Source: an optimization exercise on an open RTL-to-GDS flow (aim: small area and a short achievable clock period). Production flows keep margins and buffers that such runs may drop.
Only simulation tests tie the RTL to the original design; equivalence was not proved.

===== flow/abc_speed.script =====
&get -n
&st
&dch
&nf
&st
&syn2
&if -g -K 6
&synch2
&nf
&put
topo
stime -c

===== standard.sh =====
#!/bin/bash
# synth_recipe.tcl (not shown) runs the flow's synth.tcl, then flattens the netlist and writes it again
# the make line also repeats each setting of config.mk as NAME=value (left out here)
make -C /OpenROAD-flow-scripts/flow DESIGN_CONFIG=/design/flow/config.mk WORK_HOME=/design/flow/orfs CLKGATE_MAP_FILE= SYNTH_SCRIPT=/design/flow/synth_recipe.tcl "${@:-finish}"

===== config.mk =====
export PLATFORM = sky130hd
export DESIGN_NAME = rs_burst_dec
export DESIGN_NICKNAME = rs_burst_dec
export VERILOG_FILES = /design/flow/design.v
export SDC_FILE = /design/flow/constraint.sdc
export NUM_CORES = 4
export LEC_CHECK = 0
export CAP_MARGIN = 20
export CORE_MARGIN = 2
export CORE_UTILIZATION = 55
export CTS_BUF_LIST = sky130_fd_sc_hd__clkbuf_16
export CTS_CLUSTER_DIAMETER = 80
export CTS_CLUSTER_SIZE = 25
export PLACE_DENSITY = 0.65
export SLEW_MARGIN = 20

===== design.v =====
module rs_cmul (
    input  wire [7:0] a,
    input  wire [7:0] b,
    output wire [7:0] p
);
    function automatic [3:0] m16(input [3:0] x, input [3:0] y);
        reg [6:0] t;
        integer i;
        begin
            t = 7'd0;
            for (i = 0; i < 4; i = i + 1)
                if (y[i]) t = t ^ ({3'd0, x} << i);
            m16 = t[3:0] ^ {t[6:4], 1'b0} ^ {1'b0, t[6:4]};
        end
    endfunction
    wire [3:0] hh = m16(a[7:4], b[7:4]);
    wire [3:0] ll = m16(a[3:0], b[3:0]);
    wire [3:0] mm = m16(a[7:4] ^ a[3:0], b[7:4] ^ b[3:0]);
    assign p = {mm ^ ll, ll ^ m16(hh, 4'd9)};
endmodule
module rs_cinv (
    input  wire [7:0] a,
    output wire [7:0] y
);
    function automatic [3:0] m16(input [3:0] x, input [3:0] y);
        reg [6:0] t;
        integer i;
        begin
            t = 7'd0;
            for (i = 0; i < 4; i = i + 1)
                if (y[i]) t = t ^ ({3'd0, x} << i);
            m16 = t[3:0] ^ {t[6:4], 1'b0} ^ {1'b0, t[6:4]};
        end
    endfunction
    function automatic [3:0] inv16(input [3:0] x);
        case (x)
            4'd0: inv16 = 4'd0;
            4'd1: inv16 = 4'd1;
            4'd2: inv16 = 4'd9;
            4'd3: inv16 = 4'd14;
            4'd4: inv16 = 4'd13;
            4'd5: inv16 = 4'd11;
            4'd6: inv16 = 4'd7;
            4'd7: inv16 = 4'd6;
            4'd8: inv16 = 4'd15;
            4'd9: inv16 = 4'd2;
            4'd10: inv16 = 4'd12;
            4'd11: inv16 = 4'd5;
            4'd12: inv16 = 4'd10;
            4'd13: inv16 = 4'd4;
            4'd14: inv16 = 4'd3;
            4'd15: inv16 = 4'd8;
            default: inv16 = 4'd0;
        endcase
    endfunction
    wire [3:0] a1 = a[7:4];
    wire [3:0] a0 = a[3:0];
    wire [3:0] n  = m16(m16(a1, a1), 4'd9) ^ m16(a1, a0) ^ m16(a0, a0);
    wire [3:0] ni = inv16(n);
    assign y = {m16(a1, ni), m16(a0 ^ a1, ni)};
endmodule
module rs_cninv (
    input  wire [7:0] a,
    output wire [3:0] y
);
    function automatic [3:0] m16(input [3:0] x, input [3:0] y);
        reg [6:0] t;
        integer i;
        begin
            t = 7'd0;
            for (i = 0; i < 4; i = i + 1)
                if (y[i]) t = t ^ ({3'd0, x} << i);
            m16 = t[3:0] ^ {t[6:4], 1'b0} ^ {1'b0, t[6:4]};
        end
    endfunction
    function automatic [3:0] inv16(input [3:0] x);
        case (x)
            4'd0: inv16 = 4'd0;
            4'd1: inv16 = 4'd1;
            4'd2: inv16 = 4'd9;
            4'd3: inv16 = 4'd14;
            4'd4: inv16 = 4'd13;
            4'd5: inv16 = 4'd11;
            4'd6: inv16 = 4'd7;
            4'd7: inv16 = 4'd6;
            4'd8: inv16 = 4'd15;
            4'd9: inv16 = 4'd2;
            4'd10: inv16 = 4'd12;
            4'd11: inv16 = 4'd5;
            4'd12: inv16 = 4'd10;
            4'd13: inv16 = 4'd4;
            4'd14: inv16 = 4'd3;
            4'd15: inv16 = 4'd8;
            default: inv16 = 4'd0;
        endcase
    endfunction
    wire [3:0] a1 = a[7:4];
    wire [3:0] a0 = a[3:0];
    assign y = inv16(m16(m16(a1, a1), 4'd9) ^ m16(a1, a0) ^ m16(a0, a0));
endmodule
module rs_csmul (
    input  wire [3:0] s,
    input  wire [7:0] a,
    output wire [7:0] p
);
    function automatic [3:0] m16(input [3:0] x, input [3:0] y);
        reg [6:0] t;
        integer i;
        begin
            t = 7'd0;
            for (i = 0; i < 4; i = i + 1)
                if (y[i]) t = t ^ ({3'd0, x} << i);
            m16 = t[3:0] ^ {t[6:4], 1'b0} ^ {1'b0, t[6:4]};
        end
    endfunction
    assign p = {m16(s, a[7:4]), m16(s, a[3:0])};
endmodule
module rs_syndrome (
    input  wire [39:0] beat,
    input  wire        h,       
    input  wire        o,       
    output wire [3:0]  n0,      
    output wire [31:8] t        
);
    function automatic [7:0] u1(input [39:0] a);
        begin
            u1[0] = a[1] ^ a[7] ^ a[8] ^ a[9] ^ a[13] ^ a[14] ^ a[15] ^ a[19] ^ a[21] ^ a[27] ^ a[37];
            u1[1] = a[0] ^ a[1] ^ a[4] ^ a[6] ^ a[7] ^ a[8] ^ a[10] ^ a[13] ^ a[14] ^ a[16] ^ a[17] ^ a[19] ^ a[20] ^ a[22] ^ a[23] ^ a[24] ^ a[26] ^ a[30] ^ a[36];
            u1[2] = a[5] ^ a[8] ^ a[11] ^ a[12] ^ a[13] ^ a[14] ^ a[16] ^ a[18] ^ a[19] ^ a[21] ^ a[22] ^ a[24] ^ a[27] ^ a[30] ^ a[33] ^ a[36] ^ a[39];
            u1[3] = a[2] ^ a[4] ^ a[5] ^ a[10] ^ a[11] ^ a[20] ^ a[21] ^ a[25] ^ a[26] ^ a[27] ^ a[29] ^ a[31] ^ a[32] ^ a[35] ^ a[38];
            u1[4] = a[9] ^ a[12] ^ a[13] ^ a[15] ^ a[18] ^ a[19] ^ a[20] ^ a[24] ^ a[25] ^ a[26] ^ a[29] ^ a[30] ^ a[31] ^ a[33] ^ a[35] ^ a[39];
            u1[5] = a[2] ^ a[8] ^ a[14] ^ a[16] ^ a[17] ^ a[21] ^ a[22] ^ a[23] ^ a[24] ^ a[25] ^ a[27] ^ a[30] ^ a[31] ^ a[33] ^ a[36] ^ a[39];
            u1[6] = a[2] ^ a[5] ^ a[8] ^ a[11] ^ a[13] ^ a[14] ^ a[19] ^ a[24] ^ a[28] ^ a[29] ^ a[30] ^ a[32] ^ a[34] ^ a[35] ^ a[38];
            u1[7] = a[1] ^ a[3] ^ a[4] ^ a[7] ^ a[10] ^ a[12] ^ a[16] ^ a[17] ^ a[18] ^ a[22] ^ a[23] ^ a[24] ^ a[30];
        end
    endfunction
    function automatic [7:0] so1(input [7:0] a);
        begin
            so1[0] = a[2] ^ a[3] ^ a[4];
            so1[1] = a[0] ^ a[2] ^ a[5];
            so1[2] = a[0] ^ a[1] ^ a[3] ^ a[6];
            so1[3] = a[1] ^ a[2] ^ a[7];
            so1[4] = a[3] ^ a[6];
            so1[5] = a[0] ^ a[3] ^ a[6] ^ a[7];
            so1[6] = a[1] ^ a[4] ^ a[7];
            so1[7] = a[2] ^ a[5];
        end
    endfunction
    function automatic [7:0] u2(input [39:0] a);
        begin
            u2[0] = a[2] ^ a[6] ^ a[7] ^ a[13] ^ a[14] ^ a[15] ^ a[16] ^ a[19] ^ a[20] ^ a[26] ^ a[27] ^ a[30] ^ a[36] ^ a[38];
            u2[1] = a[1] ^ a[2] ^ a[4] ^ a[5] ^ a[6] ^ a[7] ^ a[11] ^ a[13] ^ a[14] ^ a[16] ^ a[19] ^ a[21] ^ a[23] ^ a[24] ^ a[26] ^ a[27] ^ a[29] ^ a[31] ^ a[35] ^ a[37];
            u2[2] = a[0] ^ a[1] ^ a[4] ^ a[6] ^ a[8] ^ a[9] ^ a[11] ^ a[12] ^ a[14] ^ a[22] ^ a[25] ^ a[26] ^ a[27] ^ a[30] ^ a[31] ^ a[32] ^ a[35] ^ a[36] ^ a[37];
            u2[3] = a[4] ^ a[7] ^ a[8] ^ a[10] ^ a[11] ^ a[12] ^ a[15] ^ a[17] ^ a[21] ^ a[22] ^ a[28] ^ a[29] ^ a[30] ^ a[34] ^ a[39];
            u2[4] = a[1] ^ a[3] ^ a[6] ^ a[8] ^ a[9] ^ a[10] ^ a[12] ^ a[20] ^ a[25] ^ a[26] ^ a[28] ^ a[29] ^ a[32] ^ a[34] ^ a[35];
            u2[5] = a[1] ^ a[3] ^ a[5] ^ a[6] ^ a[8] ^ a[9] ^ a[11] ^ a[13] ^ a[14] ^ a[17] ^ a[19] ^ a[24] ^ a[27] ^ a[28] ^ a[30] ^ a[31] ^ a[32] ^ a[35] ^ a[37];
            u2[6] = a[2] ^ a[4] ^ a[8] ^ a[9] ^ a[12] ^ a[13] ^ a[15] ^ a[17] ^ a[22] ^ a[26] ^ a[27] ^ a[33] ^ a[34] ^ a[35] ^ a[36] ^ a[39];
            u2[7] = a[2] ^ a[4] ^ a[7] ^ a[11] ^ a[12] ^ a[16] ^ a[18] ^ a[19] ^ a[21] ^ a[24] ^ a[25] ^ a[31] ^ a[35];
        end
    endfunction
    function automatic [7:0] so2(input [7:0] a);
        begin
            so2[0] = a[0] ^ a[2] ^ a[7];
            so2[1] = a[1] ^ a[2] ^ a[3] ^ a[4] ^ a[7];
            so2[2] = a[0] ^ a[2] ^ a[3] ^ a[5];
            so2[3] = a[1] ^ a[3] ^ a[6];
            so2[4] = a[2] ^ a[4];
            so2[5] = a[2] ^ a[3] ^ a[5];
            so2[6] = a[0] ^ a[3] ^ a[6];
            so2[7] = a[1] ^ a[7];
        end
    endfunction
    function automatic [7:0] u3(input [39:0] a);
        begin
            u3[0] = a[4] ^ a[5] ^ a[6] ^ a[8] ^ a[11] ^ a[12] ^ a[15] ^ a[20] ^ a[22] ^ a[23] ^ a[27] ^ a[31] ^ a[36] ^ a[37] ^ a[39];
            u3[1] = a[2] ^ a[4] ^ a[5] ^ a[6] ^ a[8] ^ a[9] ^ a[10] ^ a[12] ^ a[14] ^ a[15] ^ a[18] ^ a[19] ^ a[20] ^ a[22] ^ a[23] ^ a[24] ^ a[26] ^ a[27] ^ a[28] ^ a[29] ^ a[31] ^ a[34] ^ a[38];
            u3[2] = a[1] ^ a[2] ^ a[5] ^ a[6] ^ a[7] ^ a[9] ^ a[10] ^ a[13] ^ a[14] ^ a[16] ^ a[18] ^ a[19] ^ a[21] ^ a[23] ^ a[25] ^ a[28] ^ a[30] ^ a[31] ^ a[34] ^ a[37] ^ a[38];
            u3[3] = a[0] ^ a[1] ^ a[5] ^ a[6] ^ a[8] ^ a[10] ^ a[12] ^ a[17] ^ a[18] ^ a[19] ^ a[21] ^ a[24] ^ a[25] ^ a[33] ^ a[35] ^ a[36];
            u3[4] = a[2] ^ a[5] ^ a[6] ^ a[8] ^ a[14] ^ a[16] ^ a[17] ^ a[21] ^ a[30] ^ a[31] ^ a[33] ^ a[34] ^ a[35] ^ a[36];
            u3[5] = a[1] ^ a[2] ^ a[3] ^ a[4] ^ a[5] ^ a[6] ^ a[14] ^ a[16] ^ a[18] ^ a[20] ^ a[22] ^ a[23] ^ a[28] ^ a[29] ^ a[34] ^ a[35] ^ a[38];
            u3[6] = a[1] ^ a[3] ^ a[5] ^ a[7] ^ a[9] ^ a[10] ^ a[15] ^ a[16] ^ a[19] ^ a[21] ^ a[22] ^ a[25] ^ a[31] ^ a[32] ^ a[33] ^ a[34] ^ a[37];
            u3[7] = a[2] ^ a[6] ^ a[8] ^ a[9] ^ a[11] ^ a[12] ^ a[15] ^ a[18] ^ a[19] ^ a[20] ^ a[21] ^ a[24] ^ a[27] ^ a[28] ^ a[29] ^ a[30] ^ a[34] ^ a[36];
        end
    endfunction
    function automatic [7:0] so3(input [7:0] a);
        begin
            so3[0] = a[0] ^ a[1] ^ a[4] ^ a[5] ^ a[6];
            so3[1] = a[2] ^ a[7];
            so3[2] = a[3] ^ a[4];
            so3[3] = a[0] ^ a[4] ^ a[5];
            so3[4] = a[0] ^ a[1];
            so3[5] = a[2];
            so3[6] = a[3];
            so3[7] = a[0];
        end
    endfunction
    function automatic [7:0] sh(input [7:0] a);
        begin
            sh[0] = a[1] ^ a[4] ^ a[5] ^ a[7];
            sh[1] = a[1] ^ a[2] ^ a[4] ^ a[6] ^ a[7];
            sh[2] = a[2] ^ a[3] ^ a[5] ^ a[7];
            sh[3] = a[0] ^ a[3] ^ a[4] ^ a[6];
            sh[4] = a[0] ^ a[2] ^ a[4] ^ a[5] ^ a[6];
            sh[5] = a[1] ^ a[2] ^ a[3] ^ a[7];
            sh[6] = a[0] ^ a[2] ^ a[3] ^ a[4];
            sh[7] = a[1] ^ a[3] ^ a[4] ^ a[5];
        end
    endfunction
    assign n0 = beat[3:0] ^ beat[7:4] ^ beat[11:8] ^ beat[15:12] ^ beat[19:16] ^
                beat[23:20] ^ beat[27:24] ^ beat[31:28] ^ beat[35:32] ^ beat[39:36];
    wire [7:0] u1v = u1(beat);
    wire [7:0] w1  = o ? so1(u1v) : u1v;
    assign t[15:8] = h ? sh(w1) : w1;
    wire [7:0] u2v = u2(beat);
    wire [7:0] w2  = o ? so2(u2v) : u2v;
    assign t[23:16] = h ? sh(w2) : w2;
    wire [7:0] u3v = u3(beat);
    wire [7:0] w3  = o ? so3(u3v) : u3v;
    assign t[31:24] = h ? sh(w3) : w3;
endmodule
module rs_cw_dec (
    input  wire        clk,
    input  wire        rst,        
    input  wire        in_valid,
    input  wire [1:0]  in_cw,
    input  wire [31:0] syn,        
    output reg         d_valid,    
    output reg  [1:0]  d_cw,
    output reg         d_fail,     
    output reg         d_two,      
    output reg         d_corr,     
    output reg  [9:0]  d_hit,      
    output reg         d_e1,       
    output reg  [3:0]  d_p1,
    output reg         d_e2,       
    output reg  [3:0]  d_p2,
    output reg  [7:0]  d_y1,       
    output reg  [7:0]  d_y2        
);
    function automatic [7:0] csq(input [7:0] a);
        begin
            csq[0] = a[0] ^ a[2] ^ a[4];
            csq[1] = a[2] ^ a[5] ^ a[7];
            csq[2] = a[1] ^ a[3] ^ a[7];
            csq[3] = a[3] ^ a[4] ^ a[6];
            csq[4] = a[4] ^ a[6];
            csq[5] = a[6];
            csq[6] = a[5] ^ a[7];
            csq[7] = a[7];
        end
    endfunction
    function automatic [7:0] mz(input [7:0] a);
        begin
            mz[0] = 1'b0;
            mz[1] = a[0] ^ a[1] ^ a[3] ^ a[6];
            mz[2] = a[0] ^ a[3] ^ a[4];
            mz[3] = a[1] ^ a[2] ^ a[4] ^ a[5];
            mz[4] = a[3] ^ a[4];
            mz[5] = a[4] ^ a[5];
            mz[6] = a[4];
            mz[7] = a[5] ^ a[6];
        end
    endfunction
    function automatic [7:0] fromc(input [7:0] a);
        begin
            fromc[0] = a[0];
            fromc[1] = a[2] ^ a[3] ^ a[4];
            fromc[2] = a[2] ^ a[7];
            fromc[3] = a[1] ^ a[2] ^ a[3] ^ a[5] ^ a[6];
            fromc[4] = a[1] ^ a[4] ^ a[5] ^ a[7];
            fromc[5] = a[7];
            fromc[6] = a[2] ^ a[5];
            fromc[7] = a[1] ^ a[7];
        end
    endfunction
    wire [7:0] s0 = syn[7:0];
    wire [7:0] s1 = syn[15:8];
    wire [7:0] s2 = syn[23:16];
    wire [7:0] s3 = syn[31:24];
    function automatic [7:0] conj(input [7:0] x);
        conj = {x[7:4], x[3:0] ^ x[7:4]};
    endfunction
    function automatic [3:0] sq16(input [3:0] x);    
        sq16 = {x[3], x[3] ^ x[1], x[2], x[2] ^ x[0]};
    endfunction
    wire [7:0] p02, p13, pk, bdet;
    rs_cmul u_p02 (.a(s0), .b(s2), .p(p02));
    rs_cmul u_p13 (.a(s1), .b(s3), .p(p13));
    rs_cmul u_pk  (.a(s0 ^ s1), .b(s2 ^ s3), .p(pk));
    wire [7:0] det = csq(s1) ^ p02;
    wire [7:0] bb  = csq(s2) ^ p13;
    wire [7:0] aa  = pk ^ p02 ^ p13;
    rs_cmul u_bd  (.a(bb), .b(det), .p(bdet));
    wire       two = (det != 8'h00);
    reg       v1, v2;
    reg [1:0] c1, c2;
    reg [7:0] a_den, a_num1, a_n2d, a_s0, a_s1;
    reg       a_two, a_zero, a_one_ok;
    always @(posedge clk) begin
        a_den    <= two ? det  : s0;
        a_num1   <= two ? aa   : s1;
        a_n2d    <= two ? bdet : 8'h00;
        a_s0     <= s0;
        a_s1     <= s1;
        a_two    <= two;
        a_zero   <= (syn == 32'h0);
        a_one_ok <= (s0 != 8'h00) && (aa == 8'h00);
        c1       <= in_cw;
    end
    reg  [7:0] b_l1, b_z, b_il1, b_s0, b_s1;
    wire [7:0] mx, my, mz_;
    rs_cmul u_mx (.a(v2 ? b_l1 : a_num1), .b(v2 ? b_z : conj(a_den)),        .p(mx));
    rs_cmul u_my (.a(v2 ? b_s0 : a_n2d),  .b(v2 ? b_z : csq(conj(a_num1))),  .p(my));
    rs_cmul u_mz (.a(v2 ? b_s1 : a_den),  .b(v2 ? b_il1 : conj(a_num1)),     .p(mz_));
    wire [3:0] nd, nn;       
    rs_cninv u_nd (.a(a_den),  .y(nd));
    rs_cninv u_nn (.a(a_num1), .y(nn));
    wire [7:0] l1, kk, il1;
    rs_csmul u_sl (.s(nd),           .a(mx),  .p(l1));
    rs_csmul u_sk (.s(sq16(nn)),      .a(my),  .p(kk));
    rs_csmul u_si (.s(nn),           .a(mz_), .p(il1));
    reg b_tr0, b_two, b_zero, b_one_ok;
    always @(posedge clk) begin
        b_l1     <= l1;
        b_z      <= mz(kk);
        b_tr0    <= !(kk[7]);
        b_il1    <= il1;
        b_s0     <= a_s0;
        b_s1     <= a_s1;
        b_two    <= a_two;
        b_zero   <= a_zero;
        b_one_ok <= a_one_ok;
        c2       <= c1;
    end
    wire [7:0] x1 = mx;
    wire [7:0] x2 = x1 ^ b_l1;
    wire [7:0] y2 = mz_ ^ my;
    wire [19:0] m1, m2;
    assign m1[0] = (x1 == 8'h02);
    assign m1[1] = (x1 == 8'h4c);
    assign m1[2] = (x1 == 8'h8a);
    assign m1[3] = (x1 == 8'h11);
    assign m1[4] = (x1 == 8'h67);
    assign m1[5] = (x1 == 8'h57);
    assign m1[6] = (x1 == 8'h94);
    assign m1[7] = (x1 == 8'ha2);
    assign m1[8] = (x1 == 8'ha6);
    assign m1[9] = (x1 == 8'h2d);
    assign m1[10] = (x1 == 8'h1a);
    assign m1[11] = (x1 == 8'h38);
    assign m1[12] = (x1 == 8'hf6);
    assign m1[13] = (x1 == 8'h58);
    assign m1[14] = (x1 == 8'h40);
    assign m1[15] = (x1 == 8'h34);
    assign m1[16] = (x1 == 8'h48);
    assign m1[17] = (x1 == 8'h01);
    assign m1[18] = (x1 == 8'h26);
    assign m1[19] = (x1 == 8'h45);
    assign m2[0] = (x2 == 8'h02);
    assign m2[1] = (x2 == 8'h4c);
    assign m2[2] = (x2 == 8'h8a);
    assign m2[3] = (x2 == 8'h11);
    assign m2[4] = (x2 == 8'h67);
    assign m2[5] = (x2 == 8'h57);
    assign m2[6] = (x2 == 8'h94);
    assign m2[7] = (x2 == 8'ha2);
    assign m2[8] = (x2 == 8'ha6);
    assign m2[9] = (x2 == 8'h2d);
    assign m2[10] = (x2 == 8'h1a);
    assign m2[11] = (x2 == 8'h38);
    assign m2[12] = (x2 == 8'hf6);
    assign m2[13] = (x2 == 8'h58);
    assign m2[14] = (x2 == 8'h40);
    assign m2[15] = (x2 == 8'h34);
    assign m2[16] = (x2 == 8'h48);
    assign m2[17] = (x2 == 8'h01);
    assign m2[18] = (x2 == 8'h26);
    assign m2[19] = (x2 == 8'h45);
    reg [3:0] p1, p2;
    reg [9:0] hit;
    integer i;
    always @* begin
        p1 = 4'd0;
        p2 = 4'd0;
        for (i = 0; i < 16; i = i + 1) begin
            if (m1[i]) p1 = p1 | i[3:0];
            if (m2[i]) p2 = p2 | i[3:0];
        end
        for (i = 0; i < 10; i = i + 1)
            hit[i] = m1[2*i] | m1[2*i+1] | m2[2*i] | m2[2*i+1];
    end
    always @(posedge clk) begin
        d_fail <= !b_zero && (b_two ? !(b_tr0 && (|m1) && (|m2)) : !(b_one_ok && (|m2)));
        d_two  <= b_two;
        d_corr <= !b_zero;
        d_hit  <= hit;
        d_e1   <= |m1[15:0];
        d_p1   <= p1;
        d_e2   <= |m2[15:0];
        d_p2   <= p2;
        d_y2   <= fromc(y2);
        d_y1   <= fromc(y2 ^ b_s0);
        d_cw   <= c2;
    end
    always @(posedge clk) begin
        if (rst) begin
            v1      <= 1'b0;
            v2      <= 1'b0;
            d_valid <= 1'b0;
        end else begin
            v1      <= in_valid;
            v2      <= v1;
            d_valid <= v2;
        end
    end
endmodule
module rs_burst_dec (
    input  wire         clk,
    input  wire         rst,
    input  wire         in_valid,
    input  wire [39:0]  in_beat,
    output reg          out_valid,
    output wire [511:0] out_data,
    output reg          out_ue,
    output reg  [2:0]   out_ce_count,
    output reg  [3:0]   out_dev
);
    function automatic [7:0] toc(input [7:0] a);
        begin
            toc[0] = a[0];
            toc[1] = a[5] ^ a[7];
            toc[2] = a[2] ^ a[5];
            toc[3] = a[1] ^ a[4] ^ a[6] ^ a[7];
            toc[4] = a[2] ^ a[4] ^ a[5] ^ a[6] ^ a[7];
            toc[5] = a[2] ^ a[5] ^ a[6];
            toc[6] = a[1] ^ a[3] ^ a[4] ^ a[5];
            toc[7] = a[5];
        end
    endfunction
    reg         r_rst;         
    reg  [39:0] p0;
    reg         v0;
    reg  [3:0]  bc;            
    reg  [31:0] p1;
    reg         v1;
    reg  [31:0] p2;
    reg         v2;
    reg  [31:0] p3;
    reg         v3;
    reg  [31:0] p4;
    reg         v4;
    reg  [511:0] sr;           
    wire [511:0] fix;          
    always @(posedge clk) begin
        r_rst <= rst;
        p0    <= in_beat;
        v0    <= in_valid;
        if (r_rst)
            bc <= 4'd0;
        else if (v0)
            bc <= bc + 4'd1;
        p1 <= p0[31:0];
        v1 <= v0;
        p2 <= p1;
        v2 <= v1;
        p3 <= p2;
        v3 <= v2;
        p4 <= p3;
        v4 <= v3;
    end
    always @(posedge clk) begin
        if (v4)
            sr <= {sr[479:0], p4} ^ fix;
    end
    wire [31:8] t;
    wire [3:0]  n0;
    rs_syndrome u_syn (.beat(p0), .h(bc[0]), .o(bc[3]), .n0(n0), .t(t));
    reg [31:8] q0, q1, q2, q3;
    reg [3:0]  q0l, q0h, q1l, q1h, q2l, q2h, q3l, q3h;
    reg [31:0] s_syn;
    reg        s_valid;
    reg [1:0]  s_cw;
    wire       shift = bc[3] ? bc[0] : ~bc[0];
    wire       acc3  = bc[3] && !bc[0];
    always @(posedge clk) begin
        if (v0 && !bc[3])
            q0 <= bc[0] ? (q0 ^ t) : t;
        if (v0 && !bc[3] && !bc[0])
            q0l <= n0;
        if (v0 && !bc[3] && bc[0])
            q0h <= n0;
        if (v0 && shift) begin
            q1  <= q0;
            q1l <= q0l;
            q1h <= q0h;
            q2  <= q1;
            q2l <= q1l;
            q2h <= q1h;
            q3h <= q2h;
        end
        if (v0 && (shift || bc[3])) begin
            q3  <= acc3 ? (q3 ^ t) : q2;
            q3l <= acc3 ? (q3l ^ n0) : q2l;
        end
        s_syn <= {q3 ^ t, toc({q3h ^ n0, q3l})};
        s_cw  <= bc[2:1];
        if (r_rst)
            s_valid <= 1'b0;
        else
            s_valid <= v0 && bc[3] && bc[0];
    end
    wire        d_valid, d_fail, d_two, d_corr, d_e1, d_e2;
    wire [1:0]  d_cw;
    wire [9:0]  d_hit;
    wire [3:0]  d_p1, d_p2;
    wire [7:0]  d_y1, d_y2;
    rs_cw_dec u_dec (
        .clk(clk), .rst(r_rst), .in_valid(s_valid), .in_cw(s_cw), .syn(s_syn),
        .d_valid(d_valid), .d_cw(d_cw), .d_fail(d_fail), .d_two(d_two),
        .d_corr(d_corr), .d_hit(d_hit), .d_e1(d_e1), .d_p1(d_p1),
        .d_e2(d_e2), .d_p2(d_p2), .d_y1(d_y1), .d_y2(d_y2)
    );
    reg [3:0] k_p1 [0:2];
    reg [3:0] k_p2 [0:2];
    reg [7:0] k_y1 [0:2];
    reg [7:0] k_y2 [0:2];
    reg [2:0] k_e1, k_e2;
    reg        a_fail, a_two;
    reg [9:0]  a_hit;
    reg [2:0]  a_n;
    wire       first  = (d_cw == 2'd0);
    wire       f_fail = d_fail | (!first & a_fail);
    wire       f_two  = d_two  | (!first & a_two);
    wire [9:0] f_hit  = d_hit  | (first ? 10'h0 : a_hit);
    wire [2:0] f_n    = (first ? 3'd0 : a_n) + {2'd0, d_corr};
    integer i;
    always @(posedge clk) begin
        if (d_valid) begin
            for (i = 0; i < 3; i = i + 1)
                if (d_cw == i) begin
                    k_p1[i] <= d_p1;
                    k_p2[i] <= d_p2;
                    k_y1[i] <= d_y1;
                    k_y2[i] <= d_y2;
                    k_e1[i] <= d_e1;
                    k_e2[i] <= d_e2;
                end
            a_fail <= f_fail;
            a_two  <= f_two;
            a_hit  <= f_hit;
            a_n    <= f_n;
        end
    end
    reg  [3:0] f_dev;
    reg        f_many;     
    reg        f_any;
    always @* begin
        f_dev  = 4'hF;
        f_many = 1'b0;
        f_any  = 1'b0;
        for (i = 0; i < 10; i = i + 1) begin
            if (f_hit[i]) begin
                f_many = f_many | f_any;
                f_any  = 1'b1;
                f_dev  = i[3:0];
            end
        end
    end
    wire f_ue  = f_fail | (f_two & f_many);
    wire last  = d_valid && (d_cw == 2'd3);
    wire apply = last && !f_ue;
    always @(posedge clk) begin
        out_ue       <= f_ue;
        out_ce_count <= f_ue ? 3'd0 : f_n;
        out_dev      <= (!f_ue && f_any && !f_many) ? f_dev : 4'hF;
        out_valid    <= last && !rst && !r_rst;
    end
    wire [3:0] w_p1 [0:3];
    wire [3:0] w_p2 [0:3];
    wire [7:0] w_y1 [0:3];
    wire [7:0] w_y2 [0:3];
    wire [3:0] w_e1, w_e2;
    genvar gc;
    generate
        for (gc = 0; gc < 3; gc = gc + 1) begin : g_k
            assign w_p1[gc] = k_p1[gc];
            assign w_p2[gc] = k_p2[gc];
            assign w_y1[gc] = k_y1[gc];
            assign w_y2[gc] = k_y2[gc];
        end
    endgenerate
    assign w_p1[3] = d_p1;
    assign w_p2[3] = d_p2;
    assign w_y1[3] = d_y1;
    assign w_y2[3] = d_y2;
    assign w_e1 = {d_e1, k_e1};
    assign w_e2 = {d_e2, k_e2};
    genvar gk, gd, gb;
    generate
        for (gk = 0; gk < 16; gk = gk + 1) begin : g_beat
            for (gd = 0; gd < 8; gd = gd + 1) begin : g_dev
                localparam integer J  = gk / 2;
                localparam integer H  = gk % 2;
                localparam integer CW = J % 4;
                localparam integer P  = 2 * gd + J / 4;
                wire h1 = apply && w_e1[CW] && (w_p1[CW] == P);
                wire h2 = apply && w_e2[CW] && (w_p2[CW] == P);
                for (gb = 0; gb < 4; gb = gb + 1) begin : g_bit
                    assign fix[32 * (15 - gk) + 4 * gd + gb] =
                        (h1 & w_y1[CW][4 * H + gb]) | (h2 & w_y2[CW][4 * H + gb]);
                    assign out_data[8 * (16 * CW + P) + 4 * H + gb] =
                        sr[32 * (15 - gk) + 4 * gd + gb];
                end
            end
        end
    endgenerate
endmodule

===== flow/run.sh =====
#!/bin/bash
# Layout: the standard flow (standard.sh) with three changes:
#  - synthesis runs the standard flow's synthesis script unchanged, but with ORFS's
#    scripts taken from a copy in which abc_speed.script (flow/abc_speed.script
#    here) maps the logic in one pass and skips abc's buffering and gate
#    up/down-sizing, which only add area at this design's clock period;
#  - every input and output port is buffered by a sky130_fd_sc_hd__buf_1
#    instead of the default delay-buffer cell;
#  - the pin placer keeps the 16 output pins fed by one chain of the burst
#    shift register (one device bit over the 16 beats) together.
# Runs in the standard flow's work folder; each step's full log is in orfs/logs/, and
# make's own output in synth.log and standard.log.
set -euo pipefail
W=$(pwd)
rm -rf "$W/scripts_own"
cp -r "$FLOW_HOME/scripts" "$W/scripts_own"
cp "$W/flow/abc_speed.script" "$W/scripts_own/abc_speed.script"
export BUFFER_PORTS_ARGS="-buffer_cell sky130_fd_sc_hd__buf_1"
export PLACE_PINS_ARGS="-group_pins {out_data[396] out_data[392] out_data[268] out_data[264] out_data[140] out_data[136] out_data[12] out_data[8] out_data[388] out_data[384] out_data[260] out_data[256] out_data[132] out_data[128] out_data[4] out_data[0]} -group_pins {out_data[397] out_data[393] out_data[269] out_data[265] out_data[141] out_data[137] out_data[13] out_data[9] out_data[389] out_data[385] out_data[261] out_data[257] out_data[133] out_data[129] out_data[5] out_data[1]} -group_pins {out_data[398] out_data[394] out_data[270] out_data[266] out_data[142] out_data[138] out_data[14] out_data[10] out_data[390] out_data[386] out_data[262] out_data[258] out_data[134] out_data[130] out_data[6] out_data[2]} -group_pins {out_data[399] out_data[395] out_data[271] out_data[267] out_data[143] out_data[139] out_data[15] out_data[11] out_data[391] out_data[387] out_data[263] out_data[259] out_data[135] out_data[131] out_data[7] out_data[3]} -group_pins {out_data[412] out_data[408] out_data[284] out_data[280] out_data[156] out_data[152] out_data[28] out_data[24] out_data[404] out_data[400] out_data[276] out_data[272] out_data[148] out_data[144] out_data[20] out_data[16]} -group_pins {out_data[413] out_data[409] out_data[285] out_data[281] out_data[157] out_data[153] out_data[29] out_data[25] out_data[405] out_data[401] out_data[277] out_data[273] out_data[149] out_data[145] out_data[21] out_data[17]} -group_pins {out_data[414] out_data[410] out_data[286] out_data[282] out_data[158] out_data[154] out_data[30] out_data[26] out_data[406] out_data[402] out_data[278] out_data[274] out_data[150] out_data[146] out_data[22] out_data[18]} -group_pins {out_data[415] out_data[411] out_data[287] out_data[283] out_data[159] out_data[155] out_data[31] out_data[27] out_data[407] out_data[403] out_data[279] out_data[275] out_data[151] out_data[147] out_data[23] out_data[19]} -group_pins {out_data[428] out_data[424] out_data[300] out_data[296] out_data[172] out_data[168] out_data[44] out_data[40] out_data[420] out_data[416] out_data[292] out_data[288] out_data[164] out_data[160] out_data[36] out_data[32]} -group_pins {out_data[429] out_data[425] out_data[301] out_data[297] out_data[173] out_data[169] out_data[45] out_data[41] out_data[421] out_data[417] out_data[293] out_data[289] out_data[165] out_data[161] out_data[37] out_data[33]} -group_pins {out_data[430] out_data[426] out_data[302] out_data[298] out_data[174] out_data[170] out_data[46] out_data[42] out_data[422] out_data[418] out_data[294] out_data[290] out_data[166] out_data[162] out_data[38] out_data[34]} -group_pins {out_data[431] out_data[427] out_data[303] out_data[299] out_data[175] out_data[171] out_data[47] out_data[43] out_data[423] out_data[419] out_data[295] out_data[291] out_data[167] out_data[163] out_data[39] out_data[35]} -group_pins {out_data[444] out_data[440] out_data[316] out_data[312] out_data[188] out_data[184] out_data[60] out_data[56] out_data[436] out_data[432] out_data[308] out_data[304] out_data[180] out_data[176] out_data[52] out_data[48]} -group_pins {out_data[445] out_data[441] out_data[317] out_data[313] out_data[189] out_data[185] out_data[61] out_data[57] out_data[437] out_data[433] out_data[309] out_data[305] out_data[181] out_data[177] out_data[53] out_data[49]} -group_pins {out_data[446] out_data[442] out_data[318] out_data[314] out_data[190] out_data[186] out_data[62] out_data[58] out_data[438] out_data[434] out_data[310] out_data[306] out_data[182] out_data[178] out_data[54] out_data[50]} -group_pins {out_data[447] out_data[443] out_data[319] out_data[315] out_data[191] out_data[187] out_data[63] out_data[59] out_data[439] out_data[435] out_data[311] out_data[307] out_data[183] out_data[179] out_data[55] out_data[51]} -group_pins {out_data[460] out_data[456] out_data[332] out_data[328] out_data[204] out_data[200] out_data[76] out_data[72] out_data[452] out_data[448] out_data[324] out_data[320] out_data[196] out_data[192] out_data[68] out_data[64]} -group_pins {out_data[461] out_data[457] out_data[333] out_data[329] out_data[205] out_data[201] out_data[77] out_data[73] out_data[453] out_data[449] out_data[325] out_data[321] out_data[197] out_data[193] out_data[69] out_data[65]} -group_pins {out_data[462] out_data[458] out_data[334] out_data[330] out_data[206] out_data[202] out_data[78] out_data[74] out_data[454] out_data[450] out_data[326] out_data[322] out_data[198] out_data[194] out_data[70] out_data[66]} -group_pins {out_data[463] out_data[459] out_data[335] out_data[331] out_data[207] out_data[203] out_data[79] out_data[75] out_data[455] out_data[451] out_data[327] out_data[323] out_data[199] out_data[195] out_data[71] out_data[67]} -group_pins {out_data[476] out_data[472] out_data[348] out_data[344] out_data[220] out_data[216] out_data[92] out_data[88] out_data[468] out_data[464] out_data[340] out_data[336] out_data[212] out_data[208] out_data[84] out_data[80]} -group_pins {out_data[477] out_data[473] out_data[349] out_data[345] out_data[221] out_data[217] out_data[93] out_data[89] out_data[469] out_data[465] out_data[341] out_data[337] out_data[213] out_data[209] out_data[85] out_data[81]} -group_pins {out_data[478] out_data[474] out_data[350] out_data[346] out_data[222] out_data[218] out_data[94] out_data[90] out_data[470] out_data[466] out_data[342] out_data[338] out_data[214] out_data[210] out_data[86] out_data[82]} -group_pins {out_data[479] out_data[475] out_data[351] out_data[347] out_data[223] out_data[219] out_data[95] out_data[91] out_data[471] out_data[467] out_data[343] out_data[339] out_data[215] out_data[211] out_data[87] out_data[83]} -group_pins {out_data[492] out_data[488] out_data[364] out_data[360] out_data[236] out_data[232] out_data[108] out_data[104] out_data[484] out_data[480] out_data[356] out_data[352] out_data[228] out_data[224] out_data[100] out_data[96]} -group_pins {out_data[493] out_data[489] out_data[365] out_data[361] out_data[237] out_data[233] out_data[109] out_data[105] out_data[485] out_data[481] out_data[357] out_data[353] out_data[229] out_data[225] out_data[101] out_data[97]} -group_pins {out_data[494] out_data[490] out_data[366] out_data[362] out_data[238] out_data[234] out_data[110] out_data[106] out_data[486] out_data[482] out_data[358] out_data[354] out_data[230] out_data[226] out_data[102] out_data[98]} -group_pins {out_data[495] out_data[491] out_data[367] out_data[363] out_data[239] out_data[235] out_data[111] out_data[107] out_data[487] out_data[483] out_data[359] out_data[355] out_data[231] out_data[227] out_data[103] out_data[99]} -group_pins {out_data[508] out_data[504] out_data[380] out_data[376] out_data[252] out_data[248] out_data[124] out_data[120] out_data[500] out_data[496] out_data[372] out_data[368] out_data[244] out_data[240] out_data[116] out_data[112]} -group_pins {out_data[509] out_data[505] out_data[381] out_data[377] out_data[253] out_data[249] out_data[125] out_data[121] out_data[501] out_data[497] out_data[373] out_data[369] out_data[245] out_data[241] out_data[117] out_data[113]} -group_pins {out_data[510] out_data[506] out_data[382] out_data[378] out_data[254] out_data[250] out_data[126] out_data[122] out_data[502] out_data[498] out_data[374] out_data[370] out_data[246] out_data[242] out_data[118] out_data[114]} -group_pins {out_data[511] out_data[507] out_data[383] out_data[379] out_data[255] out_data[251] out_data[127] out_data[123] out_data[503] out_data[499] out_data[375] out_data[371] out_data[247] out_data[243] out_data[119] out_data[115]}"
bash standard.sh SCRIPTS_DIR="$W/scripts_own" synth > synth.log 2>&1
bash standard.sh > standard.log 2>&1

===== constraint.sdc =====
create_clock -name core_clock -period 25.0 [get_ports {clk}]
set_input_delay 5.0000 -clock core_clock [delete_from_list [all_inputs] [get_ports {clk}]]
set_output_delay 5.0000 -clock core_clock [all_outputs]
set_load 0.01 [all_outputs]

==> flow_metrics.env, run 1 <==
export IMPL_startpoint_type="flop"
export IMPL_fmax_ghz=0.154
export IMPL_io_pins=564
export IMPL_place_ws_ns=19.26
export IMPL_critical_path_peak_fanout=2
export IMPL_fin_crit_sh_pct=26.0
export IMPL_worst_path_max_delay_cell="buf_1"
export IMPL_cts_root_buf="clkbuf_16"
export IMPL_vias_per_cell=6.30
export IMPL_timing_final_ws_setup_ns=18.49
export IMPL_synth_main_ff_cell="edfxtp_1"
export IMPL_via_count=41400
export IMPL_ys_warn_count=10
export IMPL_ant_nets=0
export IMPL_slew_violations=0
export IMPL_finClkSkew_ns=0.0668
export IMPL_multi_input_area_mm2=0.0257
export IMPL_max_slew_margin_pct=16.0
export IMPL_synth_distinct_cells=55
export IMPL_die_w_um=319
export IMPL_synth_top_area_cell="edfxtp_1"
export IMPL_tightestPinTransition_ns=1.25
export IMPL_post_cts_resized=0
export IMPL_cp_data_arrival_time_ns=1.51
export IMPL_clk_path_buf_depth=3
export IMPL_grt_pass1_wl_mm=286
export IMPL_cts_sink_count=1089
export IMPL_synth_area_mm2=0.0547
export IMPL_portBuffers=563
export IMPL_cts_tree="built"
export IMPL_nets=5296
export IMPL_clkTransAtPathRegs_ns=0.10
export IMPL_place_hpwl_mm=153
export IMPL_rsz0062_at_grt="no"
export IMPL_grt_overflow=0
export IMPL_start_util_pct=55.5
export IMPL_finalCriticalPeriod_ns=6.51
export IMPL_async_reset_ff_share_pct=0
export IMPL_grt_pass1_vias=38700
export IMPL_synth_cells=4420
export IMPL_maxCapViolations=0
export IMPL_area_growth_pct=13.4
export IMPL_status="complete, no violations"
export IMPL_cts_hold_buf=0
export IMPL_insertion_delay_ns=0.74
export IMPL_syn_avg_cell_area_um2=12.4
export IMPL_hold_viol=0
export IMPL_end_kind="primary output"
export IMPL_seqCellArea_mm2=0.0291
export IMPL_setup_tns_ns=0
export IMPL_n_fill_cell=7963
export IMPL_ys_top_cells_by_area="edfxtp_1, xnor2_1, dfxtp_1, a22oi_1, xor2_1"
export IMPL_antenna_found_initial=7
export IMPL_final_setup_viol_count=0
export IMPL_drive_gt1_share_pct=5.89
export IMPL_ys_seq_elements=1089
export IMPL_htreeDepth=2
export IMPL_dr_first_iter_drc_count=6333
export IMPL_grt_max_degree=87
export IMPL_cp_required_ns=20.00
export IMPL_routed_wl_mm=206
export IMPL_post_cts_setup_buffer_count=0
export IMPL_hold_class="reg -> reg"
export IMPL_most_common_layout_cells="xnor2_1, edfxtp_1, buf_1, a22oi_1, dfxtp_1"
export IMPL_criticalPathCategory="reg -> out"
export IMPL_worstPathCellList="buf_1"
export IMPL_rows=115
export IMPL_dr_pass1_iters=11
export IMPL_final_common_cell="xnor2_1"
export IMPL_track_usage_pct=39.4
export IMPL_wl_per_cell_um=31.4
export IMPL_synth_top_area_share_pct=40.2
export IMPL_path_buf_inv=1
export IMPL_cts_buffers=56
export IMPL_die_height_um=319
export IMPL_syn_nets=4483
export IMPL_critical_path_top_delay_family="buffers and inverters"
export IMPL_core_mm2=0.0986
export IMPL_synth_seq_area_share_pct=53.2
export IMPL_gp_congestion=1.02
export IMPL_cp_slowest_stage_delay_ns=0.41
export IMPL_die_area_mm2=0.102
export IMPL_synth_edff_count=733
export IMPL_drc=0
## sequential cells by signal, indices dropped and copies added (netlist names), 32 cells and up
| name | flops |
|---|---|
| p0 | 40 |
| p4 | 32 |
| sr | 512 |
| p3 | 32 |
| p1 | 32 |
| p2 | 32 |
| s_syn | 32 |
## layer usage
metal	vias up	part of all wire, %	routed length, µm	track usage [%]
met4	2	6.7	13800	21.2
met3	651	13	26900	11.8
li1	17600	-	-	-
met2	2900	42	87600	57.9
met5	-	0.0063	13	0.473
met1	20200	38	78100	52.5
## synth_stat cells, types with 6 or more instances
cell         n
xnor2_1   1147
edfxtp_1   733
a22oi_1    514
dfxtp_1    356
nor2_1     320
nand2_1    272
xor2_1     240
xnor3_1     86
nor4_1      81
mux2i_1     69
nor3_1      69
o21ai_0     57
a21oi_1     55
nand2b_1    50
nand3_1     48
mux2_1      46
clkinv_1    38
nor2b_1     34
and2_0      21
ha_1        20
a21o_1      17
nand4_1     17
xor3_1      17
or2_0       13
nand3b_1    10
o211ai_1    10
a32oi_1      8
or3_1        6
## final timing paths
| path | startpoint | end | slack (ns) | cells after the start |
|---|---|---|---|---|
| max | sr[17] | out_data[461] | 18.49 | 1 |
| min reg2reg | p3[21] | p4[21] | 0.29 | 0 |
| min | p3[21] | p4[21] | 0.29 | 0 |
| max reg2reg | u_dec.v2 | u_dec.d_fail | 19.37 | 13 |
## final cells by class
type / count / share of cell area, %
well taps: 1287 / 2.60
diodes: 1 / 0.00403
flip-flops and latches: 1089 / 47.0
repair buffers: 755 / 5.78
clock buffers: 58 / 2.34
multi-input cells: 3293 / 41.5
clock inverters: 46 / 0.597
inverters: 38 / 0.230
## through the flow
stage               hold WS, ns  instances  area, µm²  utilization [%]
finish                    0.294       6567      62000             62.9
global route              0.313       6566      62000             62.9
CTS                       0.305       6565      62000             62.9
detailed placement        0.312       6461      60200             61.1
global placement          0.310       6459      60100             61.0
floorplan                 0.310       4420      54700                -
## cells by family (layout without fill, tap and decap cells)
group | count (synthesis) | in the layout | synth area share, %
adders and majority gates | 24 | 24 | 0.530
AOI/OAI and AO/OA | 705 | 705 | 9.20
DFF | 1089 | 1089 | 53.2
and+or+nand+nor | 959 | 959 | 8.07
xor gates and xnor gates | 1490 | 1490 | 26.5
muxes | 115 | 115 | 2.21
buffers and inverters | 38 | 897 | 0.261
other | 0 | 1 | 0
==> inputs of run 2 (changes only) <==
--- a/flow/run.sh
+++ b/flow/run.sh
@@ -2,7 +2,7 @@
 # Layout: the standard flow (standard.sh) with three changes:
 #  - synthesis runs the standard flow's synthesis script unchanged, but with ORFS's
 #    scripts taken from a copy in which abc_speed.script (flow/abc_speed.script
-#    here) maps the logic in one pass and skips abc's buffering and gate
+#    here) maps the logic in one pass (after &syn3) and skips abc's buffering and gate
 #    up/down-sizing, which only add area at this design's clock period;
 #  - every input and output port is buffered by a sky130_fd_sc_hd__buf_1
 #    instead of the default delay-buffer cell;
==> flow/abc_speed.script (replaced) <==
&get -n
&st
&syn3
&dch
&nf
&put
topo
stime -c
==> run 2 against run 1 <==
Against the previous run:
- worst setup slack worse by 0.0010 ns
- final cell count down 2.7%
- count of clock-buffer cells in the layout down 3
- critical path depth unchanged
- first-iteration DRC count down 11%
- via count down 5.1%
- routed wire length down 7.7%
- clock skew up 0.015 ns
==> flow_metrics.env, run 2 <==
export IMPL_status="complete, no violations"
export IMPL_final_setup_viol_count=0
export IMPL_path_buf_inv=1
export IMPL_grt_overflow=0
export IMPL_die_height_um=317
export IMPL_hold_viol=0
export IMPL_place_ws_ns=18.81
export IMPL_regMostFlops="sr"
export IMPL_portBuffers=563
export IMPL_htreeDepth=2
export IMPL_tightestPinTransition_ns=1.21
export IMPL_start_util_pct=55.5
export IMPL_post_cts_setup_buffer_count=0
export IMPL_syn_avg_cell_area_um2=12.3
export IMPL_vias_per_cell=6.14
export IMPL_criticalPathCategory="reg -> out"
export IMPL_timing_final_ws_setup_ns=18.49
export IMPL_place_hpwl_mm=144
export IMPL_drive_gt1_share_pct=3.85
export IMPL_synth_seq_area_share_pct=54.2
export IMPL_synth_most_common_cell="xnor2_1"
export IMPL_slew_violations=0
export IMPL_dr_first_iter_drc_count=5645
export IMPL_largest_reg_flops=512
export IMPL_async_reset_ff_share_pct=0
export IMPL_max_slew_margin_pct=19.0
export IMPL_ant_nets=0
export IMPL_yosys_area_share_simple_pct=7.68
export IMPL_synth_top_cells_by_count="xnor2_1, edfxtp_1, a22oi_1, nor2_1, dfxtp_1"
export IMPL_cp_data_arrival_time_ns=1.51
export IMPL_ys_seq_elements=1089
export IMPL_crit_cells=1
export IMPL_synthMuxAreaShare_pct=1.73
export IMPL_finalNonFillerCells=6392
export IMPL_cp_required_ns=20.00
export IMPL_rsz0062_at_grt="no"
export IMPL_synth_top_family_by_area="XOR/XNOR gates"
export IMPL_die_area_mm2=0.100
export IMPL_hold_slack_ns=0.274
export IMPL_setup_tns_ns=0
export IMPL_cts_root_buf="clkbuf_16"
export IMPL_nets=5132
export IMPL_antenna_found_initial=8
export IMPL_final_cell_area_mm2=0.0602
export IMPL_grt_pass1_wl_mm=262
export IMPL_final_common_cell="xnor2_1"
export IMPL_insertion_delay_ns=0.74
export IMPL_cts_sink_count=1089
export IMPL_critical_path_peak_fanout=2
export IMPL_routed_wl_mm=191
export IMPL_gp_congestion=1.03
export IMPL_wl_per_cell_um=29.8
export IMPL_grt_pass1_vias=36500
export IMPL_synth_main_ff_cell="edfxtp_1"
export IMPL_cts_tree="built"
export IMPL_ff2ff_path_depth=14
export IMPL_rows=114
export IMPL_synth_area_mm2=0.0538
export IMPL_post_cts_resized=0
export IMPL_io_pins=564
export IMPL_synth_cells=4361
export IMPL_yosys_area_share_adder_pct=0.465
export IMPL_holdPathStages=0
export IMPL_drc=0
export IMPL_hold_class="reg -> reg"
export IMPL_core_mm2=0.0969
export IMPL_ys_top_cells_by_area="edfxtp_1, xnor2_1, dfxtp_1, a22oi_1, xor2_1"
export IMPL_synth_distinct_cells=53
export IMPL_synth_edff_count=733
export IMPL_cts_hold_buf=0
export IMPL_worstPathCellList="buf_1"
export IMPL_end_kind="primary output"
export IMPL_via_count=39300
export IMPL_dpl_cell_area_mm2=0.0583
export IMPL_dp_cells=6284
export IMPL_dr_pass1_iters=6
export IMPL_grt_max_degree=189
export IMPL_clkTransAtPathRegs_ns=0.11
export IMPL_startpoint_type="flop"
export IMPL_critical_path_top_delay_family="flip-flops"
export IMPL_ys_warn_count=10
export IMPL_finClkSkew_ns=0.0813
export IMPL_synth_top_area_cell="edfxtp_1"
export IMPL_synth_top_area_share_pct=40.9
export IMPL_fin_crit_sh_pct=26.0
export IMPL_synthXorXnorAreaFrac_pct=26.4
export IMPL_die_w_um=317
export IMPL_most_common_layout_cells="xnor2_1, edfxtp_1, buf_1, a22oi_1, nor2_1"
export IMPL_cp_slowest_stage_delay_ns=0.57
export IMPL_maxCapViolations=0
export IMPL_fmax_ghz=0.154
export IMPL_syn_nets=4424
export IMPL_worst_path_max_delay_cell="edfxtp_1"
export IMPL_clk_path_buf_depth=3
export IMPL_area_growth_pct=11.9
export IMPL_finalCriticalPeriod_ns=6.51
export IMPL_cts_buffers=55
export IMPL_diodes=0
export IMPL_synth_compound_area_share_pct=9.28
export IMPL_largestRegisters="sr (512), p0 (40)"
export IMPL_track_usage_pct=36.6
[run 2: cell type report]
type | count | area [µm²]
Clock inverter | 49 | 404
Tap cell | 1276 | 1600
Inverter | 38 | 143
Fill cell | 7936 | 36700
Timing Repair Buffer | 651 | 2880
Sequential cell | 1089 | 29100
Multi-Input combinational cell | 3234 | 24600
Clock buffer | 55 | 1380
[run 2: metrics by stage]
step,util [%]
6_report,62.2
5_1_grt,62.2
4_1_cts,62.0
3_5_place_dp,60.2
3_3_place_gp,60.0
2_1_floorplan,-
[run 2: final timing paths]
path	from	endpoint	slack (ns)
worst max-delay path	sr[49]	out_data[457]	18.49
worst min-delay path	u_dec.a_s0[6]	u_dec.b_s0[6]	0.27
worst max register to register	u_dec.d_cw[1]	sr[233]	18.77
worst min register to register	u_dec.a_s0[6]	u_dec.b_s0[6]	0.27
[run 2: cell families after synthesis]
kind of cell | count (synthesis)
AO/OA/AOI/OAI | 704
buffers and inverters | 38
multiplexers | 88
AND/OR/NAND/NOR | 928
flip-flops | 1089
adder cells (fa/ha/maj) | 20
XOR/XNOR | 1494
[run 2: per-layer routing]
| metal | vias to the layer above | part of all wire (%) | track usage [%] |
|---|---|---|---|
| li1 | 17000 | - | - |
| met1 | 19000 | 36 | 45.8 |
| met2 | 2586 | 44 | 56.0 |
| met3 | 599 | 12 | 10.9 |
| met4 | 14 | 7.0 | 21.9 |
| met5 | - | 0.11 | 0 |
==> inputs of run 3 (changes only) <==
--- a/config.mk
+++ b/config.mk
@@ -7,9 +7,9 @@
 export LEC_CHECK = 0
 export CAP_MARGIN = 20
 export CORE_MARGIN = 2
-export CORE_UTILIZATION = 55
+export CORE_UTILIZATION = 60
 export CTS_BUF_LIST = sky130_fd_sc_hd__clkbuf_16
 export CTS_CLUSTER_DIAMETER = 80
 export CTS_CLUSTER_SIZE = 25
-export PLACE_DENSITY = 0.65
+export PLACE_DENSITY = 0.7
 export SLEW_MARGIN = 20
==> run 3 against run 2 <==
Against the previous run:
- sequential share of layout area grew 0.21 points
- global-route usage grew 3.2 points
- die area shrank 8.2%
- final area shrank 0.43%
- critical path depth is the same
- synthesized cell count is the same
- critical path type unchanged
- still clean
- fmax shrank 1.2%
- clock skew shrank 0.022 ns
- hold slack gained 0.030 ns
- routed wire length shrank 0.55%
==> flow_metrics.env, run 3 <==
export IMPL_min_to="p2[1]"
export IMPL_regMostFlops="sr"
export IMPL_critical_path_top_delay_family="flip-flops"
export IMPL_tightestPinTransition_ns=1.35
export IMPL_synth_distinct_cells=53
export IMPL_min_from="p1[1]"
export IMPL_holdPathStages=0
export IMPL_rows=109
export IMPL_syn_nets=4424
export IMPL_status="complete, no violations"
export IMPL_max_slew_margin_pct=9.75
export IMPL_drive_gt1_share_pct=3.67
export IMPL_cp_startpoint="sr[56]"
export IMPL_syn_avg_cell_area_um2=12.3
export IMPL_dpl_cell_area_mm2=0.0581
export IMPL_track_usage_pct=39.8
export IMPL_post_cts_setup_buffer_count=0
export IMPL_cts_hold_buf=0
export IMPL_htreeDepth=2
export IMPL_gp_congestion=1.08
export IMPL_cts_tree="built"
export IMPL_clk_path_buf_depth=3
export IMPL_most_common_layout_cells="xnor2_1, edfxtp_1, buf_1, a22oi_1, nor2_1"
export IMPL_synth_top_area_cell="edfxtp_1"
export IMPL_drc=0
export IMPL_async_reset_ff_share_pct=0
export IMPL_hold_viol=0
export IMPL_largestRegisters="sr (512), p0 (40)"
export IMPL_maxCapViolations=0
export IMPL_worstReg2RegStart="u_dec.d_cw[1]"
export IMPL_dr_first_iter_drc_count=5985
export IMPL_setup_tns_ns=0
export IMPL_routed_wl_mm=189
export IMPL_finalCriticalPeriod_ns=6.59
export IMPL_ys_seq_elements=1089
export IMPL_n_fill_cell=6859
export IMPL_insertion_delay_ns=0.70
export IMPL_wl_per_cell_um=30.1
export IMPL_rrSetupSlack_ns=18.71
export IMPL_synth_top_area_share_pct=40.9
export IMPL_post_cts_resized=0
export IMPL_fmax_ghz=0.152
export IMPL_synth_seq_area_share_pct=54.2
export IMPL_critical_path_peak_fanout=2
export IMPL_synth_top_cells_by_count="xnor2_1, edfxtp_1, a22oi_1, nor2_1, dfxtp_1"
export IMPL_criticalPathCategory="reg -> out"
export IMPL_worst_path_max_delay_cell="edfxtp_1"
export IMPL_ant_nets=0
export IMPL_final_common_cell="xnor2_1"
export IMPL_synth_main_ff_cell="edfxtp_1"
export IMPL_grt_pass1_vias=37100
export IMPL_place_ws_ns=18.94
export IMPL_final_cell_area_mm2=0.0599
export IMPL_cts_buffers=54
export IMPL_ff2ff_path_depth=14
export IMPL_largest_reg_flops=512
export IMPL_antenna_found_initial=9
export IMPL_cts_sink_count=1089
export IMPL_dr_pass1_iters=10
export IMPL_nets=5138
export IMPL_fin_crit_sh_pct=26.4
export IMPL_startpoint_type="flop"
export IMPL_area_growth_pct=11.5
export IMPL_core_mm2=0.0886
export IMPL_start_util_pct=60.7
export IMPL_worstPathCellList="buf_1"
export IMPL_vias_per_cell=6.31
export IMPL_final_setup_viol_count=0
export IMPL_portBuffers=563
export IMPL_synth_most_common_cell="xnor2_1"
export IMPL_cts_root_buf="clkbuf_16"
export IMPL_cp_data_arrival_time_ns=1.59
export IMPL_path_buf_inv=1
export IMPL_die_height_um=303
export IMPL_cp_required_ns=20.00
export IMPL_slew_violations=0
export IMPL_place_hpwl_mm=142
export IMPL_die_w_um=303
export IMPL_rsz0062_at_grt="no"
export IMPL_synth_area_mm2=0.0538
export IMPL_synth_cells=4361
export IMPL_ys_top_cells_by_area="edfxtp_1, xnor2_1, dfxtp_1, a22oi_1, xor2_1"
export IMPL_ys_warn_count=10
export IMPL_timing_final_ws_setup_ns=18.41
export IMPL_hold_class="reg -> reg"
export IMPL_grt_pass1_wl_mm=262
export IMPL_end_kind="primary output"
export IMPL_cp_slowest_stage_delay_ns=0.60
export IMPL_r2r_end="sr[5]"
export IMPL_via_count=39700
export IMPL_grt_overflow=0
export IMPL_final_util_pct=67.6
export IMPL_synth_edff_count=733
export IMPL_grt_max_degree=170
export IMPL_die_area_mm2=0.0920
export IMPL_finClkSkew_ns=0.0595
export IMPL_io_pins=564
export IMPL_clkTransAtPathRegs_ns=0.10
==> run 3: cells by family (layout without fill, tap and decap cells) <==
kind of cell    count (synthesis)  after routing  synth area share [%]
flops                        1089           1089                  54.2
xor+xnor                     1494           1494                  26.4
mux                            88             88                  1.73
simple gates                  928            928                  7.68
fa+ha+maj                      20             20                 0.465
buf+inv                        38            798                 0.265
compound gates                704            704                  9.28
other cells                     0              2                     0
==> run 3: through the flow <==
step / hold slack [ns] / std cells
6_report: 0.304 / 6288
5_1_grt: 0.330 / 6287
4_1_cts: 0.324 / 6280
3_5_place_dp: 0.312 / 6178
3_3_place_gp: 0.310 / 6172
2_1_floorplan: 0.310 / 4361
==> run 3: worst max-delay path by stage <==
stage                          to  depth (start not counted)
floorplan                   sr[0]                          0
CTS                 out_data[492]                          1
global placement          sr[490]                         14
detailed placement          sr[5]                         14
finish              out_data[488]                          1
global route        out_data[492]                          1
==> run 3: per-layer routing <==
layer / part of all wire [%] / vias up / track usage (%)
li1: - / 17000 / -
met5: 0.045 / - / 0
met1: 35 / 19100 / 49.6
met4: 7.2 / 8 / 22.8
met3: 13 / 713 / 13.3
met2: 44 / 2825 / 60.9
==> run 3: area by class of cell <==
cell class / count / area, µm² / share of cell area (%)
diodes: 2 / 5.00 / 0.00835
repair buffers: 658 / 2880 / 4.80
multi-input cells: 3234 / 24600 / 41.0
clock buffers: 54 / 1350 / 2.25
inverters: 38 / 143 / 0.238
well taps: 1165 / 1460 / 2.43
clock inverters: 48 / 380 / 0.635
flip-flops and latches: 1089 / 29100 / 48.6
==> inputs of run 4 (changes only) <==
--- a/flow/run.sh
+++ b/flow/run.sh
@@ -2,7 +2,7 @@
 # Layout: the standard flow (standard.sh) with three changes:
 #  - synthesis runs the standard flow's synthesis script unchanged, but with ORFS's
 #    scripts taken from a copy in which abc_speed.script (flow/abc_speed.script
-#    here) maps the logic in one pass (after &syn3) and skips abc's buffering and gate
+#    here) maps the logic once (after &syn3, &dc2 and &dch, with area recovery) and skips abc's buffering and gate
 #    up/down-sizing, which only add area at this design's clock period;
 #  - every input and output port is buffered by a sky130_fd_sc_hd__buf_1
 #    instead of the default delay-buffer cell;
==> flow/abc_speed.script (replaced) <==
&get -n
&st
&syn3
&dc2
&dch
&nf -R 1000
&put
topo
stime -c
--- a/config.mk
+++ b/config.mk
@@ -7,9 +7,9 @@
 export LEC_CHECK = 0
 export CAP_MARGIN = 20
 export CORE_MARGIN = 2
-export CORE_UTILIZATION = 60
+export CORE_UTILIZATION = 55
 export CTS_BUF_LIST = sky130_fd_sc_hd__clkbuf_16
 export CTS_CLUSTER_DIAMETER = 80
 export CTS_CLUSTER_SIZE = 25
-export PLACE_DENSITY = 0.7
+export PLACE_DENSITY = 0.65
 export SLEW_MARGIN = 20
==> run 4 against run 3 <==
Against the previous run:
- critical path type unchanged
- global-route usage shrank 2.0 points
- routed wire length is 1.6% higher
- register-to-register slack better by 0.70 ns
- critical path depth unchanged
- via count hardly changed
==> flow_metrics.env, run 4 <==
export IMPL_status="complete, no violations"
export IMPL_n_fill_cell=7753
export IMPL_synth_edff_count=733
export IMPL_fmax_ghz=0.152
export IMPL_final_util_pct=62.2
export IMPL_cts_buffers=56
export IMPL_grt_max_degree=170
export IMPL_dp_cells=6325
export IMPL_post_cts_setup_buffer_count=0
export IMPL_nets=5186
export IMPL_drc=0
export IMPL_min_to="u_dec.c1[1]"
export IMPL_cts_root_buf="clkbuf_16"
export IMPL_grt_pass1_vias=36600
export IMPL_syn_nets=4480
export IMPL_die_area_mm2=0.0984
export IMPL_ys_warn_count=10
export IMPL_finClkSkew_ns=0.0712
export IMPL_synth_top_cells_by_count="xnor2_1, edfxtp_1, a22oi_1, nor2_1, dfxtp_1"
export IMPL_track_usage_pct=37.8
export IMPL_finalNonFillerCells=6439
export IMPL_holdPathStages=0
export IMPL_rsz0062_at_grt="no"
export IMPL_portBuffers=563
export IMPL_dr_pass1_iters=10
export IMPL_worstReg2RegStart="u_dec.v2"
export IMPL_post_cts_resized=0
export IMPL_place_hpwl_mm=144
export IMPL_cts_tree="built"
export IMPL_clkTransAtPathRegs_ns=0.12
export IMPL_regMostFlops="sr"
export IMPL_largest_reg_flops=512
export IMPL_tightestPinTransition_ns=1.37
export IMPL_vias_per_cell=6.16
export IMPL_htreeDepth=2
export IMPL_gp_congestion=1.08
export IMPL_ff2ff_path_depth=20
export IMPL_ant_nets=0
export IMPL_crit_cells=1
export IMPL_cts_sink_count=1089
export IMPL_synth_cells=4417
export IMPL_drive_gt1_share_pct=3.81
export IMPL_final_common_cell="xnor2_1"
export IMPL_area_growth_pct=12.1
export IMPL_cp_required_ns=20.00
export IMPL_synth_top_area_share_pct=41.7
export IMPL_dr_first_iter_drc_count=6510
export IMPL_slew_violations=0
export IMPL_maxCapViolations=0
export IMPL_grt_overflow=0
export IMPL_cp_data_arrival_time_ns=1.57
export IMPL_ys_seq_elements=1089
export IMPL_largestRegisters="sr (512), p0 (40)"
export IMPL_min_from="s_cw[1]"
export IMPL_start_util_pct=55.5
export IMPL_path_buf_inv=1
export IMPL_hold_viol=0
export IMPL_finalCriticalPeriod_ns=6.57
export IMPL_end_kind="primary output"
export IMPL_synth_most_common_cell="xnor2_1"
export IMPL_via_count=39700
export IMPL_fin_crit_sh_pct=26.3
export IMPL_synth_area_mm2=0.0527
export IMPL_criticalPathCategory="reg -> out"
export IMPL_wl_per_cell_um=29.9
export IMPL_grt_pass1_wl_mm=266
export IMPL_syn_avg_cell_area_um2=11.9
export IMPL_die_w_um=314
export IMPL_worst_path_max_delay_cell="edfxtp_1"
export IMPL_rows=113
export IMPL_core_mm2=0.0950
export IMPL_clk_path_buf_depth=3
export IMPL_r2r_end="u_dec.d_fail"
export IMPL_synth_distinct_cells=50
export IMPL_critical_path_top_delay_family="flip-flops"
export IMPL_hold_class="reg -> reg"
export IMPL_rrSetupSlack_ns=19.41
export IMPL_critical_path_peak_fanout=2
export IMPL_cp_slowest_stage_delay_ns=0.57
export IMPL_worstPathCellList="buf_1"
export IMPL_async_reset_ff_share_pct=0
export IMPL_cts_hold_buf=0
export IMPL_ys_top_cells_by_area="edfxtp_1, xnor2_1, dfxtp_1, a22oi_1, xor2_1"
export IMPL_synth_main_ff_cell="edfxtp_1"
export IMPL_startpoint_type="flop"
export IMPL_synth_top_area_cell="edfxtp_1"
export IMPL_synth_seq_area_share_pct=55.3
export IMPL_die_height_um=314
export IMPL_routed_wl_mm=192
export IMPL_max_slew_margin_pct=8.48
export IMPL_insertion_delay_ns=0.76
export IMPL_hold_slack_ns=0.291
export IMPL_setup_tns_ns=0
export IMPL_final_setup_viol_count=0
export IMPL_most_common_layout_cells="xnor2_1, edfxtp_1, buf_1, a22oi_1, nor2_1"
export IMPL_antenna_found_initial=7
export IMPL_io_pins=564
-- run 4: cell types whose count changed after synthesis, sizes merged, moves of 16 or more --
cell,change
xnor3,-68
a21oi,+43
xor2,-26
nand2,+33
xnor2,+106
o21ai,+16
-- run 4: worst max-delay path by stage --
stage	startpoint	end
floorplan	v4	sr[0]
global placement	sr[19]	out_data[463]
detailed placement	sr[19]	out_data[463]
CTS	sr[24]	out_data[492]
global route	sr[8]	out_data[428]
finish	sr[56]	out_data[488]
-- run 4: kinds of logic (layout without fill, tap and decap cells) --
logic type                 after synthesis  after routing  synth area share (%)
xor gates and xnor gates              1495           1495                  24.8
and+or+nand+nor                        931            931                  7.60
buffers and inverters                   44            798                 0.313
AOI/OAI and AO/OA                      763            763                  10.0
muxes                                   75             75                  1.50
other                                    0              3                     0
DFF                                   1089           1089                  55.3
adders and majority gates               20             20                 0.475
-- run 4: metrics by stage --
stage	instance area (µm²)	setup WS (ns)
2_1_floorplan	52700	12.57
3_3_place_gp	57100	19.26
3_5_place_dp	57200	19.26
4_1_cts	59000	18.46
5_1_grt	59100	18.43
6_report	59100	18.43
-- run 4: layout make-up --
type	instances	area [µm²]	area share (%)
Antenna cell	3	7.51	0.0127
Clock buffer	58	1450	2.45
Clock inverter	48	394	0.667
Timing Repair Buffer	648	2820	4.77
Sequential cell	1089	29100	49.3
Tap cell	1265	1580	2.68
Multi-Input combinational cell	3284	23600	39.8
Inverter	44	165	0.279
-- run 4: per-layer routing --
| metal | track usage, % | up-vias | part of all wire (%) |
|---|---|---|---|
| met3 | 12.8 | 658 | 13 |
| met1 | 48.1 | 19100 | 36 |
| met5 | 0 | - | 0.069 |
| met4 | 20.9 | 12 | 6.9 |
| li1 | - | 17100 | - |
| met2 | 56.8 | 2822 | 43 |

[what the ideal ports hide]
Ports are ideal in the flow. The routed layouts listed here were re-timed in OpenROAD.
Step 1: set_driving_cell puts a clkbuf_16 on clk and a buf_2 on each other input, an assumption about the parent block.
Step 2 times the ports against the registers' clock, not the clock port: input delays grow and output delays shrink by t, the midpoint of the rising clock arrivals with the driver on.
Three values: ideal ports, drivers, drivers and shift; two values: the first two.
| run | t, ns | slack for setup (ns) | hold slack, ns | clock arrival spread, ns | slew at the worst register clock pin (ns) |
|---|---|---|---|---|---|
| run 1 | 0.786 | 18.489 / 18.411 / 19.197 | 0.294 / 0.294 / 0.294 | 0.074 / 0.073 | 0.11 / 0.11 |
| run 2 | 0.760 | 18.488 / 18.423 / 18.775 | 0.274 / 0.274 / 0.274 | 0.093 / 0.093 | 0.11 / 0.11 |
| run 3 | 0.738 | 18.407 / 18.338 / 18.712 | 0.304 / 0.304 / 0.304 | 0.059 / 0.060 | 0.11 / 0.11 |
| run 4 | 0.783 | 18.431 / 18.365 / 19.148 | 0.291 / 0.291 / 0.291 | 0.086 / 0.086 | 0.12 / 0.12 |
After both steps every run listed still meets setup and hold.
